Context: an optimization exercise on an open-source flow, tuned for small area, a short achievable clock period and few clock cycles per item. The choices shown serve that exercise and are no tape-out recipe.
RTL that was checked went through simulation tests only; none was proved equivalent to the original.

==> trial 1 <==
## hedgerow_bq2
module hedgerow_bq2 (
    input  wire               clk,
    input  wire               rst,
    input  wire               in_valid,
    output wire               in_ready,
    input  wire signed [23:0] x_m,
    input  wire signed [7:0]  x_e,
    input  wire [1:0]         bq_en,
    input  wire signed [23:0] bq1_b0,
    input  wire signed [23:0] bq1_b1,
    input  wire signed [23:0] bq1_b2,
    input  wire signed [23:0] bq1_a1,
    input  wire signed [23:0] bq1_a2,
    input  wire signed [7:0]  bq1_exp,
    input  wire signed [23:0] bq2_b0,
    input  wire signed [23:0] bq2_b1,
    input  wire signed [23:0] bq2_b2,
    input  wire signed [23:0] bq2_a1,
    input  wire signed [23:0] bq2_a2,
    input  wire signed [7:0]  bq2_exp,
    output reg                out_valid,
    output reg  signed [23:0] y_m,
    output reg  signed [7:0]  y_e,
    output reg                ovf
);
==> flow/config.mk <==
export PLATFORM = sky130hd
export DESIGN_NAME = hedgerow_bq2
export DESIGN_NICKNAME = hedgerow_bq2
export VERILOG_FILES = /design/flow/design.v
export SDC_FILE = /design/flow/constraint.sdc
export NUM_CORES = 4
export LEC_CHECK = 0
export CAP_MARGIN = 20
export CORE_MARGIN = 2
export CORE_UTILIZATION = 40
export PLACE_DENSITY = 0.6
export SLEW_MARGIN = 20
==> flow/constraint.sdc <==
create_clock -name core_clock -period 25.0 [get_ports {clk}]
set_input_delay 5.0000 -clock core_clock [delete_from_list [all_inputs] [get_ports {clk}]]
set_output_delay 5.0000 -clock core_clock [all_outputs]
set_load 0.01 [all_outputs]
run.sh (not shown) runs the stock make flow with config.mk's settings and CLKGATE_MAP_FILE= SYNTH_SCRIPT=/design/flow/synth_recipe.tcl, a recipe that flattens the netlist after the stock synthesis.
==> build 7: changes against trial 1 <==
--- a/flow/design.v
+++ b/flow/design.v
@@ -174,19 +174,18 @@
     wire signed [62:0] inB = {{1{HB[47]}}, HB, 14'd0};
     wire signed [62:0] inS = {{2{SR[23]}}, SR, 37'd0};
     wire signed [62:0] tmA = inA >>> dA;
     wire signed [62:0] tmB = inB >>> dB;
     wire signed [62:0] tmS = inS >>> dS;
     reg signed [62:0] acc;
     reg signed [9:0]  Ra;
-    reg               nput;             
-    reg signed [7:0]  es_n;             
-    reg signed [10:0] n_pmin, n_pmax;   
+    reg  nput, nF;                      
+    wire signed [7:0] es_n = es[nF];
     wire        n_sg = acc[62];
-    wire [63:0] n_mg = {2'b00, acc[61:0] ^ acc[62:1]};
+    wire [63:0] n_mg = {2'b00, acc[61:0] ^ {62{n_sg}}};
     wire        n_nz = |acc;
     wire [31:0] hz1; wire [31:0] hp1;
     wire [15:0] hz2; wire [31:0] hp2;
     wire [7:0]  hz3; wire [23:0] hp3;
     wire [3:0]  hz4; wire [15:0] hp4;
     wire [1:0]  hz5; wire [9:0]  hp5;
     wire        hz6; wire [5:0]  hp6;
@@ -233,33 +232,29 @@
     assign hp6 = hz5[1] ? {1'b0, hp5[4:0]} : {1'b1, hp5[9:5]};
     assign lp6 = lz5[0] ? {1'b1, lp5[9:5]} : {1'b0, lp5[4:0]};
     wire [6:0] n_L  = hz6 ? 7'd0 : ({1'b0, hp6} + 7'd1);
     wire [6:0] n_tz = {1'b0, lp6};      
     wire signed [10:0] n_R    = {Ra[9], Ra};
     wire signed [10:0] n_emin = nput ? {{3{es_n[7]}}, es_n} : -11'sd64;
     wire signed [10:0] n_emax = nput ? 11'sd40 : 11'sd63;
+    wire signed [10:0] n_pmin = n_emin - n_R + 11'sd63;
+    wire signed [10:0] n_pmax = n_emax - n_R + 11'sd63;
     wire signed [10:0] n_Ls   = {4'd0, n_L};
     wire signed [10:0] n_p0   = n_Ls + 11'sd1;
-    wire signed [10:0] n_t1   = n_pmin - 11'sd2;
-    wire signed [10:0] n_t2   = n_pmax - 11'sd1;
-    wire [5:0]         n_h    = hp6;
-    wire n_up = hz6 ? (n_pmin <= 11'sd1) :
-                ((n_t1 <= 11'sd0) | ((n_t1 <= 11'sd63) & (n_h >= n_t1[5:0])));    
-    wire n_gt = hz6 ? (n_pmax <= 11'sd0) :
-                ((n_t2 <= 11'sd0) | ((n_t2 <= 11'sd63) & (n_h >= n_t2[5:0])));    
-    wire n_gs = hz6 ? (n_pmax < 11'sd0) :
-                ((n_pmax <= 11'sd0) | ((n_pmax <= 11'sd63) & (n_h >= n_pmax[5:0])));  
+    wire signed [10:0] n_pm1  = n_pmin - 11'sd1;
+    wire               n_up   = (n_Ls >= n_pm1);                 
+    wire               n_gt   = (n_Ls >= n_pmax);                
     wire               n_mm   = (n_pmin > n_pmax);
     wire               n_over = n_nz && (n_up ? n_gt : n_mm);    
     wire signed [10:0] n_e0   = n_Ls + n_R - 11'sd62;
     wire signed [10:0] n_E1   = n_over ? n_emax : (n_up ? n_e0 : n_emin);
     wire [6:0]  n_minc = (n_pmin < 11'sd0) ? 7'd0 : ((n_pmin > 11'sd87) ? 7'd87 : n_pmin[6:0]);
     wire [6:0]  n_maxc = (n_pmax < 11'sd0) ? 7'd0 : ((n_pmax > 11'sd87) ? 7'd87 : n_pmax[6:0]);
     wire [6:0]  n_pc   = n_over ? n_maxc : (n_up ? n_p0[6:0] : n_minc);
-    wire        n_sat  = n_over && n_gs;
+    wire        n_sat  = n_over && (n_Ls > n_pmax);
     wire signed [86:0] n_ext = {acc, 24'd0};
     wire signed [86:0] n_w   = n_ext >>> {n_pc[6:3], 3'd0};
     wire        n_st  = ({1'b0, n_tz} + 8'd25) <= {1'b0, n_pc};
     wire signed [10:0] n_es  = {{3{es_n[7]}}, es_n};
     wire signed [10:0] n_K0  = n_R - 11'sd62 - n_es;              
     wire signed [10:0] n_K1  = n_K0 + 11'sd1;
     wire signed [10:0] n_X0  = n_emax - n_es;
@@ -273,21 +268,14 @@
     wire [4:0] n_rk0 = (n_rs0 <= 11'sd0) ? 5'd0 : (n_rs0 > 11'sd24) ? 5'd24 : n_rs0[4:0];
     wire [4:0] n_rk1 = (n_rs1 <= 11'sd0) ? 5'd0 : (n_rs1 > 11'sd24) ? 5'd24 : n_rs1[4:0];
     reg [4:0]         w_rk0, w_rk1;
     reg [31:0]        w_w;
     reg [2:0]         w_f;
     reg               w_st, w_sg, w_nz, w_over, w_sat, w_top, w_put;
     reg signed [7:0]  w_E1;
-    wire uy  = tA[2] | t2[7];             
-    wire u2  = tA[8] | t2[13];            
-    wire uF  = t2[7] | t2[11] | t2[13] | m_f;
-    wire signed [7:0]  u_es   = u2 ? pu_e : es[uF];
-    wire signed [10:0] u_emin = uy ? -11'sd64 : {{3{u_es[7]}}, u_es};
-    wire signed [10:0] u_emax = uy ? 11'sd63 : 11'sd40;
-    wire signed [10:0] u_R    = {Rp[9], Rp};
     wire [31:0] r_w   = w_w >> w_f;
     wire [23:0] w_q   = r_w[24:1];
     wire        w_g   = r_w[0];
     wire        r_inc = w_g & (w_st | w_q[0]);
     wire signed [24:0] r_r = {w_q[23], w_q} + {24'd0, r_inc};
     wire        r_pf  = ~w_over && ((r_r == 25'sh0400000) || (r_r == -25'sh0400000));
     wire signed [7:0] r_E1p = w_E1 + 8'sd1;
@@ -342,18 +330,16 @@
         w_rk0  <= n_rk0;
         w_rk1  <= n_rk1;
         pY     <= (take & en_any) | t2[5];
         p1     <= tA[4] | t2[9];
         p2     <= tA[6] | t2[11];
         pSec   <= t2[5] | t2[9] | t2[11];
         pF     <= t2[5] | t2[9] | t2[11] | (take ? ~bq_en[0] : m_f);
-        nput   <= ~uy;
-        es_n   <= u_es;
-        n_pmin <= u_emin - u_R + 11'sd63;
-        n_pmax <= u_emax - u_R + 11'sd63;
+        nput   <= tA[6] | tA[8] | t2[11] | t2[13];
+        nF     <= t2[7] | t2[11] | t2[13] | m_f;
         w_E1   <= n_E1[7:0];
         if (in_ready) begin
             X1_m <= x_m;
             ebA  <= {bq_en[0] ? bq1_exp[7] : bq2_exp[7], bq_en[0] ? bq1_exp : bq2_exp}
                   + ((x_m == 24'sd0) ? -9'sd64 : {x_e[7], x_e});
         end
         if (t2[5])
==> build 77: changes against trial 1 <==
--- a/flow/design.v
+++ b/flow/design.v
@@ -120,16 +120,29 @@
     wire signed [23:0] rr_o  = (rk == 5'd0) ? rr_in : rr_q + {23'd0, rr_h & (rr_s | rr_q[0])};
     wire signed [23:0] ls1_0 = rr1 ? rr_o : s1[0];
     wire signed [23:0] ls1_1 = rr2 ? rr_o : s1[1];
     function automatic quiet;
         input signed [23:0] m;
         quiet = (m < 24'sd1048576) && (m > -24'sd1048576);
     endfunction
-    wire dn0 = lo1 & used[0] & quiet(ls1_0) & quiet(s2[0]) & (low[0] >= 5'd15) & (es[0] > -8'sd40);
-    wire dn1 = lo2 & used[1] & quiet(ls1_1) & quiet(s2[1]) & (low[1] >= 5'd15) & (es[1] > -8'sd40);
+    function automatic quiet_r;
+        input signed [23:0] m;
+        input [4:0]         k;
+        case (k)
+            5'd0:    quiet_r = (m < 24'sd1048576) && (m > -24'sd1048576);
+            5'd1:    quiet_r = (m < 24'sd2097151) && (m > -24'sd2097151);
+            5'd2:    quiet_r = (m < 24'sd4194302) && (m > -24'sd4194302);
+            5'd3:    quiet_r = (m < 24'sd8388604) && (m > -24'sd8388604);
+            default: quiet_r = 1'b1;
+        endcase
+    endfunction
+    wire qs1_0 = rr1 ? quiet_r(s1[0], rk) : quiet(s1[0]);
+    wire qs1_1 = rr2 ? quiet_r(s1[1], rk) : quiet(s1[1]);
+    wire dn0 = lo1 & used[0] & qs1_0 & quiet(s2[0]) & (low[0] >= 5'd15) & (es[0] > -8'sd40);
+    wire dn1 = lo2 & used[1] & qs1_1 & quiet(s2[1]) & (low[1] >= 5'd15) & (es[1] > -8'sd40);
     wire signed [23:0] v_s1_0 = dn0 ? (ls1_0 <<< 1) : ls1_0;
     wire signed [23:0] v_s1_1 = dn1 ? (ls1_1 <<< 1) : ls1_1;
     wire signed [23:0] v_s2_0 = dn0 ? (s2[0] <<< 1) : s2[0];
     wire signed [23:0] v_s2_1 = dn1 ? (s2[1] <<< 1) : s2[1];
     wire signed [7:0]  v_es_0 = dn0 ? es[0] - 8'sd1 : es[0];
     wire signed [7:0]  v_es_1 = dn1 ? es[1] - 8'sd1 : es[1];
     reg  pY, p1, p2, pSec, pF;          
@@ -250,19 +263,23 @@
                 ((n_pmax <= 11'sd0) | ((n_pmax <= 11'sd63) & (n_h >= n_pmax[5:0])));  
     wire               n_mm   = (n_pmin > n_pmax);
     wire               n_over = n_nz && (n_up ? n_gt : n_mm);    
     wire signed [10:0] n_e0   = n_Ls + n_R - 11'sd62;
     wire signed [10:0] n_E1   = n_over ? n_emax : (n_up ? n_e0 : n_emin);
     wire [6:0]  n_minc = (n_pmin < 11'sd0) ? 7'd0 : ((n_pmin > 11'sd87) ? 7'd87 : n_pmin[6:0]);
     wire [6:0]  n_maxc = (n_pmax < 11'sd0) ? 7'd0 : ((n_pmax > 11'sd87) ? 7'd87 : n_pmax[6:0]);
-    wire [6:0]  n_pc   = n_over ? n_maxc : (n_up ? n_p0[6:0] : n_minc);
+    wire [6:0]  n_p0c  = hz6 ? 7'd1 : ({1'b0, hp6} + 7'd2);
+    wire [6:0]  n_pc   = n_over ? n_maxc : (n_up ? n_p0c : n_minc);
     wire        n_sat  = n_over && n_gs;
     wire signed [86:0] n_ext = {acc, 24'd0};
     wire signed [86:0] n_w   = n_ext >>> {n_pc[6:3], 3'd0};
-    wire        n_st  = ({1'b0, n_tz} + 8'd25) <= {1'b0, n_pc};
+    wire        n_st0 = ~hz6 & (({2'b0, lp6} + 8'd23) <= {2'b0, hp6});
+    wire        n_st1 = ({1'b0, n_tz} + 8'd25) <= {1'b0, n_minc};
+    wire        n_st2 = ({1'b0, n_tz} + 8'd25) <= {1'b0, n_maxc};
+    wire        n_st  = n_over ? n_st2 : (n_up ? n_st0 : n_st1);
     wire signed [10:0] n_es  = {{3{es_n[7]}}, es_n};
     wire signed [10:0] n_K0  = n_R - 11'sd62 - n_es;              
     wire signed [10:0] n_K1  = n_K0 + 11'sd1;
     wire signed [10:0] n_X0  = n_emax - n_es;
     wire signed [10:0] n_X1  = n_X0 + 11'sd1;
     wire signed [10:0] n_M0  = n_emin - n_es;
     wire signed [10:0] n_M1  = n_M0 + 11'sd1;
@@ -280,14 +297,22 @@
     wire uy  = tA[2] | t2[7];             
     wire u2  = tA[8] | t2[13];            
     wire uF  = t2[7] | t2[11] | t2[13] | m_f;
     wire signed [7:0]  u_es   = u2 ? pu_e : es[uF];
     wire signed [10:0] u_emin = uy ? -11'sd64 : {{3{u_es[7]}}, u_es};
     wire signed [10:0] u_emax = uy ? 11'sd63 : 11'sd40;
     wire signed [10:0] u_R    = {Rp[9], Rp};
+    wire signed [10:0] u_cY   = -11'sd1 - u_R;                            
+    wire signed [7:0]  u_esF  = es[uF];
+    wire signed [10:0] u_cE   = {{3{u_esF[7]}}, u_esF} - u_R + 11'sd63;   
+    wire signed [10:0] u_c0   = {{3{w_E1[7]}}, w_E1} - u_R + 11'sd63;     
+    wire signed [10:0] u_c1   = u_c0 + 11'sd1;
+    wire signed [10:0] u_cX   = 11'sd103 - u_R;
+    wire signed [10:0] u_pmin = uy ? u_cY : (~u2 ? u_cE :
+                                (w_over ? u_cX : ((r_pf & ~w_top) ? u_c1 : u_c0)));
     wire [31:0] r_w   = w_w >> w_f;
     wire [23:0] w_q   = r_w[24:1];
     wire        w_g   = r_w[0];
     wire        r_inc = w_g & (w_st | w_q[0]);
     wire signed [24:0] r_r = {w_q[23], w_q} + {24'd0, r_inc};
     wire        r_pf  = ~w_over && ((r_r == 25'sh0400000) || (r_r == -25'sh0400000));
     wire signed [7:0] r_E1p = w_E1 + 8'sd1;
@@ -344,15 +369,15 @@
         pY     <= (take & en_any) | t2[5];
         p1     <= tA[4] | t2[9];
         p2     <= tA[6] | t2[11];
         pSec   <= t2[5] | t2[9] | t2[11];
         pF     <= t2[5] | t2[9] | t2[11] | (take ? ~bq_en[0] : m_f);
         nput   <= ~uy;
         es_n   <= u_es;
-        n_pmin <= u_emin - u_R + 11'sd63;
+        n_pmin <= u_pmin;
         n_pmax <= u_emax - u_R + 11'sd63;
         w_E1   <= n_E1[7:0];
         if (in_ready) begin
             X1_m <= x_m;
             ebA  <= {bq_en[0] ? bq1_exp[7] : bq2_exp[7], bq_en[0] ? bq1_exp : bq2_exp}
                   + ((x_m == 24'sd0) ? -9'sd64 : {x_e[7], x_e});
         end
@@ -428,30 +453,30 @@
                 out_valid <= 1'b1;
             end
             if (lo1) begin
                 s1[0] <= v_s1_0;
                 s2[0] <= v_s2_0;
                 es[0] <= v_es_0;
                 if (used[0]) begin
-                    if (quiet(ls1_0) && quiet(s2[0])) begin
+                    if (qs1_0 && quiet(s2[0])) begin
                         if (dn0)
                             low[0] <= 5'd0;
                         else if (low[0] < 5'd16)
                             low[0] <= low[0] + 5'd1;
                     end else begin
                         low[0] <= 5'd0;
                     end
                 end
             end
             if (lo2) begin
                 s1[1] <= v_s1_1;
                 s2[1] <= v_s2_1;
                 es[1] <= v_es_1;
                 if (used[1]) begin
-                    if (quiet(ls1_1) && quiet(s2[1])) begin
+                    if (qs1_1 && quiet(s2[1])) begin
                         if (dn1)
                             low[1] <= 5'd0;
                         else if (low[1] < 5'd16)
                             low[1] <= low[1] + 5'd1;
                     end else begin
                         low[1] <= 5'd0;
                     end
==> qor summary <==
                                                      build 77     build 7     trial 1
Run status                            timing/DRC/antenna clean  timing/DRC/antenna clean  timing/DRC/antenna clean
Depth of the worst register-to-register path                24          30          20
Horizontal die dimension                              449.6 um    436.6 um    442.2 um
Compound-cell area share of the yosys netlist           0.2166      0.2128      0.2144
Crit path arrival time                                 9.31 ns    10.63 ns     9.79 ns
WL met2                                              143800 um   131300 um   139700 um
Worst setup slack after layout                        16.27 ns    14.94 ns    15.81 ns
Final cell count without fillers                         11860       11120       11440
Final wirelength                                     313800 um   285700 um   304900 um
Peak per-stage delay on the critical path              0.87 ns     0.82 ns     0.89 ns
Routed length on met1                                130900 um   119400 um   122800 um
Post-DR vias/cell                                        6.131       6.108       6.173
Synthesized area divided by synthesized cell count   8.686 um2   8.707 um2   8.673 um2
Well-tap cell count                                       2640        2480        2511
Met2 usage                                              0.4850      0.4667      0.4884
Testbench counts of build 7, summed over its fixed seeds: cycles 96,755, items 9,600.
The RTL of trial 1 and build 77 was laid out without a check of its function.

[port drivers added, routing unchanged]
Ports are ideal in the flow. The routed layouts listed here were re-timed in OpenROAD. Step 1 (the two cells are an assumption about what drives the block):
set clk [get_ports {clk}]
set_driving_cell -lib_cell sky130_fd_sc_hd__clkbuf_16 $clk
set_driving_cell -lib_cell sky130_fd_sc_hd__buf_2 [delete_from_list [all_inputs] $clk]
Step 2 also shifts input and output timing later by t, the mid clock arrival at the registers, as if the neighbouring blocks saw the same clock. Three values: ideal, step 1, step 2; two values: the first two.
| run | t, ns | setup WS [ns] | worst setup path after step 2 | worst register clock-pin slew, ns |
|---|---|---|---|---|
| trial 1 | 0.794 | 15.808 / 15.808 / 15.808 | register to register | 0.08 / 0.08 |
| build 7 | 0.803 | 14.942 / 14.942 / 14.942 | register to register | 0.07 / 0.07 |
| build 77 | 0.804 | 16.268 / 16.268 / 16.268 | register to register | 0.07 / 0.07 |
After both steps every run listed still meets setup and hold.
